This design comes from an exercise in tuning for small area and a short achievable clock period on the open sky130 flow, not from production work.

==> wip/violet: inputs <==
## burin_drain_fp
module burin_drain_fp (
    input  wire        clk,
    input  wire        rst,
    input  wire        in_valid,
    input  wire        in_acc_fp,
    input  wire [31:0] in_acc,
    input  wire [31:0] in_scale,
    input  wire [2:0]  in_fmt,
    output reg         out_valid,
    output reg  [31:0] out_data,
    output reg         out_sat
);
    reg        r_valid;
    reg        r_fp;
    reg [31:0] r_acc;
    reg [31:0] r_scale;
    reg [2:0]  r_fmt;
    always @(posedge clk) begin
        r_valid <= in_valid & ~rst;
        r_fp    <= in_acc_fp;
        r_acc   <= in_acc;
        r_scale <= in_scale;
        r_fmt   <= in_fmt;
    end
    wire [7:0]  a_ef = r_acc[30:23];
    wire [22:0] a_mf = r_acc[22:0];
    wire [7:0]  s_ef = r_scale[30:23];
    wire [22:0] s_mf = r_scale[22:0];
    wire a_efz = (a_ef == 8'd0);
    wire s_efz = (s_ef == 8'd0);
    wire a_efm = (a_ef == 8'hFF);
    wire s_efm = (s_ef == 8'hFF);
    wire a_mfz = (a_mf == 23'd0);
    wire s_mfz = (s_mf == 23'd0);
    wire a_nan  = r_fp & a_efm & ~a_mfz;
    wire a_inf  = r_fp & a_efm & a_mfz;
    wire a_zero = a_efz & a_mfz & (r_fp | ~r_acc[31]);
    wire s_nan  = s_efm & ~s_mfz;
    wire s_inf  = s_efm & s_mfz;
    wire s_zero = s_efz & s_mfz;
    wire x_nan  = a_nan | s_nan | (a_inf & s_zero) | (a_zero & s_inf);
    wire x_inf  = a_inf | s_inf;
    wire x_sign = r_acc[31] ^ r_scale[31];
    wire [31:0] bop = r_fp ? {8'd0, ~a_efz, a_mf} : r_acc;
    wire        bflip = ~r_fp & r_acc[31];    
    wire [23:0] sm  = {~s_efz, s_mf};
    wire [32:0] bx  = {bop, 1'b0};
    wire [15:0] bone, btwo, bn;
    wire [24:0] pp [0:15];
    genvar gi;
    generate
        for (gi = 0; gi < 16; gi = gi + 1) begin : g_booth
            wire b2 = bx[2*gi+2];
            wire b1 = bx[2*gi+1];
  ...
clock: 23.0 ns
lec_check: 0
cap_margin: 20
core_margin: 2
core_utilization: 40
place_density: 0.6
slew_margin: 20
standard.sh (not shown) runs the stock make flow with config.mk's settings and CLKGATE_MAP_FILE= SYNTH_SCRIPT=/design/flow/synth_recipe.tcl, a recipe that flattens the netlist after the stock synthesis.
==> flow/flow/run.sh <==
#!/bin/bash
# Standard synthesis and layout. Timing repair (floorplan, post-place, CTS, global route)
# works on every path whose setup slack at the design's clock period is below the margin in
# flow/margin.txt, and may resize cells across footprints. The constraints are the design's.
set -euo pipefail
MARGIN=$(cat flow/margin.txt)
bash standard.sh synth > synth_make.log 2>&1
bash standard.sh SETUP_SLACK_MARGIN=$MARGIN MATCH_CELL_FOOTPRINT=0 SKIP_GATE_CLONING=1 finish > layout_make.log 2>&1
==> flow/flow/margin.txt <==
17.3
==> wip/umber (differences from wip/violet) <==
--- a/flow/design.v
+++ b/flow/design.v
@@ -1234,31 +1234,113 @@
         case (p_fmt)
             3'd0:    up_bit = p_win[5];
             3'd1:    up_bit = p_win[4];
             3'd2:    up_bit = p_win[9];
             3'd3:    up_bit = p_win[12];
             default: up_bit = p_win[25];
         endcase
     end
-    wire        up  = p_norm & up_bit;
-    wire [25:0] win = up ? {1'b0, p_win[25:1]} : p_win;
-    wire [24:0] rs  = win[25:1] + {24'd0, win[0]};    
-    reg [1:0]  hb;
-    reg [22:0] man;
+    wire        up = p_norm & up_bit;
+    wire [25:0] v  = up ? {1'b0, p_win[25:1]} : p_win;
+    wire pa0_0 = v[0];
+    wire pa1_0 = v[1];
+    wire pa2_0 = v[2];
+    wire pa3_0 = v[3];
+    wire pa4_0 = v[4];
+    wire pa5_0 = v[5];
+    wire pa6_0 = v[6];
+    wire pa7_0 = v[7];
+    wire pa8_0 = v[8];
+    wire pa9_0 = v[9];
+    wire pa10_0 = v[10];
+    wire pa11_0 = v[11];
+    wire pa12_0 = v[12];
+    wire pa13_0 = v[13];
+    wire pa14_0 = v[14];
+    wire pa15_0 = v[15];
+    wire pa16_0 = v[16];
+    wire pa17_0 = v[17];
+    wire pa18_0 = v[18];
+    wire pa19_0 = v[19];
+    wire pa20_0 = v[20];
+    wire pa21_0 = v[21];
+    wire pa22_0 = v[22];
+    wire pa23_0 = v[23];
+    wire pa1_1 = pa1_0 & pa0_0;
+    wire pa3_1 = pa3_0 & pa2_0;
+    wire pa5_1 = pa5_0 & pa4_0;
+    wire pa7_1 = pa7_0 & pa6_0;
+    wire pa9_1 = pa9_0 & pa8_0;
+    wire pa11_1 = pa11_0 & pa10_0;
+    wire pa13_1 = pa13_0 & pa12_0;
+    wire pa15_1 = pa15_0 & pa14_0;
+    wire pa17_1 = pa17_0 & pa16_0;
+    wire pa19_1 = pa19_0 & pa18_0;
+    wire pa21_1 = pa21_0 & pa20_0;
+    wire pa23_1 = pa23_0 & pa22_0;
+    wire pa2_2 = pa2_0 & pa1_1;
+    wire pa3_2 = pa3_1 & pa1_1;
+    wire pa6_2 = pa6_0 & pa5_1;
+    wire pa7_2 = pa7_1 & pa5_1;
+    wire pa10_2 = pa10_0 & pa9_1;
+    wire pa11_2 = pa11_1 & pa9_1;
+    wire pa14_2 = pa14_0 & pa13_1;
+    wire pa15_2 = pa15_1 & pa13_1;
+    wire pa18_2 = pa18_0 & pa17_1;
+    wire pa19_2 = pa19_1 & pa17_1;
+    wire pa22_2 = pa22_0 & pa21_1;
+    wire pa23_2 = pa23_1 & pa21_1;
+    wire pa4_3 = pa4_0 & pa3_2;
+    wire pa5_3 = pa5_1 & pa3_2;
+    wire pa6_3 = pa6_2 & pa3_2;
+    wire pa7_3 = pa7_2 & pa3_2;
+    wire pa12_3 = pa12_0 & pa11_2;
+    wire pa13_3 = pa13_1 & pa11_2;
+    wire pa14_3 = pa14_2 & pa11_2;
+    wire pa15_3 = pa15_2 & pa11_2;
+    wire pa20_3 = pa20_0 & pa19_2;
+    wire pa21_3 = pa21_1 & pa19_2;
+    wire pa22_3 = pa22_2 & pa19_2;
+    wire pa23_3 = pa23_2 & pa19_2;
+    wire pa8_4 = pa8_0 & pa7_3;
+    wire pa9_4 = pa9_1 & pa7_3;
+    wire pa10_4 = pa10_2 & pa7_3;
+    wire pa11_4 = pa11_2 & pa7_3;
+    wire pa12_4 = pa12_3 & pa7_3;
+    wire pa13_4 = pa13_3 & pa7_3;
+    wire pa14_4 = pa14_3 & pa7_3;
+    wire pa15_4 = pa15_3 & pa7_3;
+    wire pa16_5 = pa16_0 & pa15_4;
+    wire pa17_5 = pa17_1 & pa15_4;
+    wire pa18_5 = pa18_2 & pa15_4;
+    wire pa19_5 = pa19_2 & pa15_4;
+    wire pa20_5 = pa20_3 & pa15_4;
+    wire pa21_5 = pa21_3 & pa15_4;
+    wire pa22_5 = pa22_3 & pa15_4;
+    wire pa23_5 = pa23_3 & pa15_4;
+    wire [23:0] pa = {pa23_5, pa22_5, pa21_5, pa20_5, pa19_5, pa18_5, pa17_5, pa16_5, pa15_4, pa14_4, pa13_4, pa12_4, pa11_4, pa10_4, pa9_4, pa8_4, pa7_3, pa6_3, pa5_3, pa4_3, pa3_2, pa2_2, pa1_1, pa0_0};    
+    wire [22:0] frac = v[23:1] ^ pa[22:0];    
+    reg hid, cm;
     always @(*) begin
         case (p_fmt)
-            3'd0:    begin hb = rs[4:3];   man = {20'd0, rs[2:0]};  end
-            3'd1:    begin hb = rs[3:2];   man = {21'd0, rs[1:0]};  end
-            3'd2:    begin hb = rs[8:7];   man = {16'd0, rs[6:0]};  end
-            3'd3:    begin hb = rs[11:10]; man = {13'd0, rs[9:0]};  end
-            default: begin hb = rs[24:23]; man = rs[22:0];          end
+            3'd0:    begin hid = v[4];  cm = pa[3];  end
+            3'd1:    begin hid = v[3];  cm = pa[2];  end
+            3'd2:    begin hid = v[8];  cm = pa[7];  end
+            3'd3:    begin hid = v[11]; cm = pa[10]; end
+            default: begin hid = v[24]; cm = pa[23]; end
         endcase
     end
-    wire [9:0] ef = {1'b0, p_base} + {8'd0, hb} + {9'd0, up};
+    wire [9:0] bq0 = {1'b0, p_base};
+    wire [9:0] bq1 = {1'b0, p_base} + 10'd1;
+    wire [9:0] bq2 = {1'b0, p_base} + 10'd2;
+    wire [9:0] bq3 = {1'b0, p_base} + 10'd3;
+    wire [1:0] jj = {1'b0, up} + {1'b0, hid} + {1'b0, cm};
+    wire [9:0] ef = (jj == 2'd0) ? bq0 : (jj == 2'd1) ? bq1 : (jj == 2'd2) ? bq2 : bq3;
+    wire [22:0] man = frac;
     reg [31:0] d_data;
     reg        d_sat;
     always @(*) begin
         d_sat  = 1'b0;
         d_data = 32'd0;
         case (p_fmt)
             3'd0: begin
                 if (p_nan) d_data = 32'h7F;
==> qor summary <==
|  | wip/umber | wip/violet |
|---|---|---|
| Status | no timing/DRC/antenna violations | no timing/DRC/antenna violations |
| Count of cells along the worst register-to-register path | 29 | 28 |
| Pin count of the biggest net entering global routing | 53 | 58 |
| GR met1 Demand/Resource | 0.328 | 0.321 |
| Placed cell areas | 0.0370 mm2 | 0.0366 mm2 |
| Detailed route wirelength on metal2 | 51,800 um | 51,800 um |
| Row count | 108 | 107 |
| Placed cell count | 5,054 | 5,013 |
| Initial core utilization | 0.402 | 0.403 |
| Final std cells w/o fill | 5,231 | 5,201 |
| Hold WS | 0.332 ns | 0.322 ns |
| Fraction of the mapped netlist area in adder cells | 0.266 | 0.268 |
| Synthesized-area fraction occupied by xor and xnor cells | 0.143 | 0.142 |
| Part of the Yosys area used for sequential elements | 0.162 | 0.164 |
No run of this note included a check of the RTL's function; only the layout flow was run.

-- re-timing with driven ports --
How much do the figures lean on ideal ports? The routed layouts below were timed once more, with nothing changed but the port constraints.
Step 1 assumes that a clkbuf_16 drives the clock port and a buf_2 every other input.
Step 2 also shifts input and output timing later by t, the mid clock arrival at the registers, as if the neighbouring blocks saw the same clock.
a / b / c = ideal ports / drivers / drivers and shift; a / b = the first two.
run	t (ns)	setup WS [ns]	worst hold slack (ns)	clock arrival spread, ns	pins driven straight from the clock port
wip/violet	0.653	17.169 / 17.169 / 17.169	0.322 / 0.322 / 0.322	0.026 / 0.027	1
wip/umber	0.645	17.335 / 17.281 / 17.335	0.332 / 0.332 / 0.332	0.037 / 0.037	1
After both steps setup and hold are still met in every run listed.
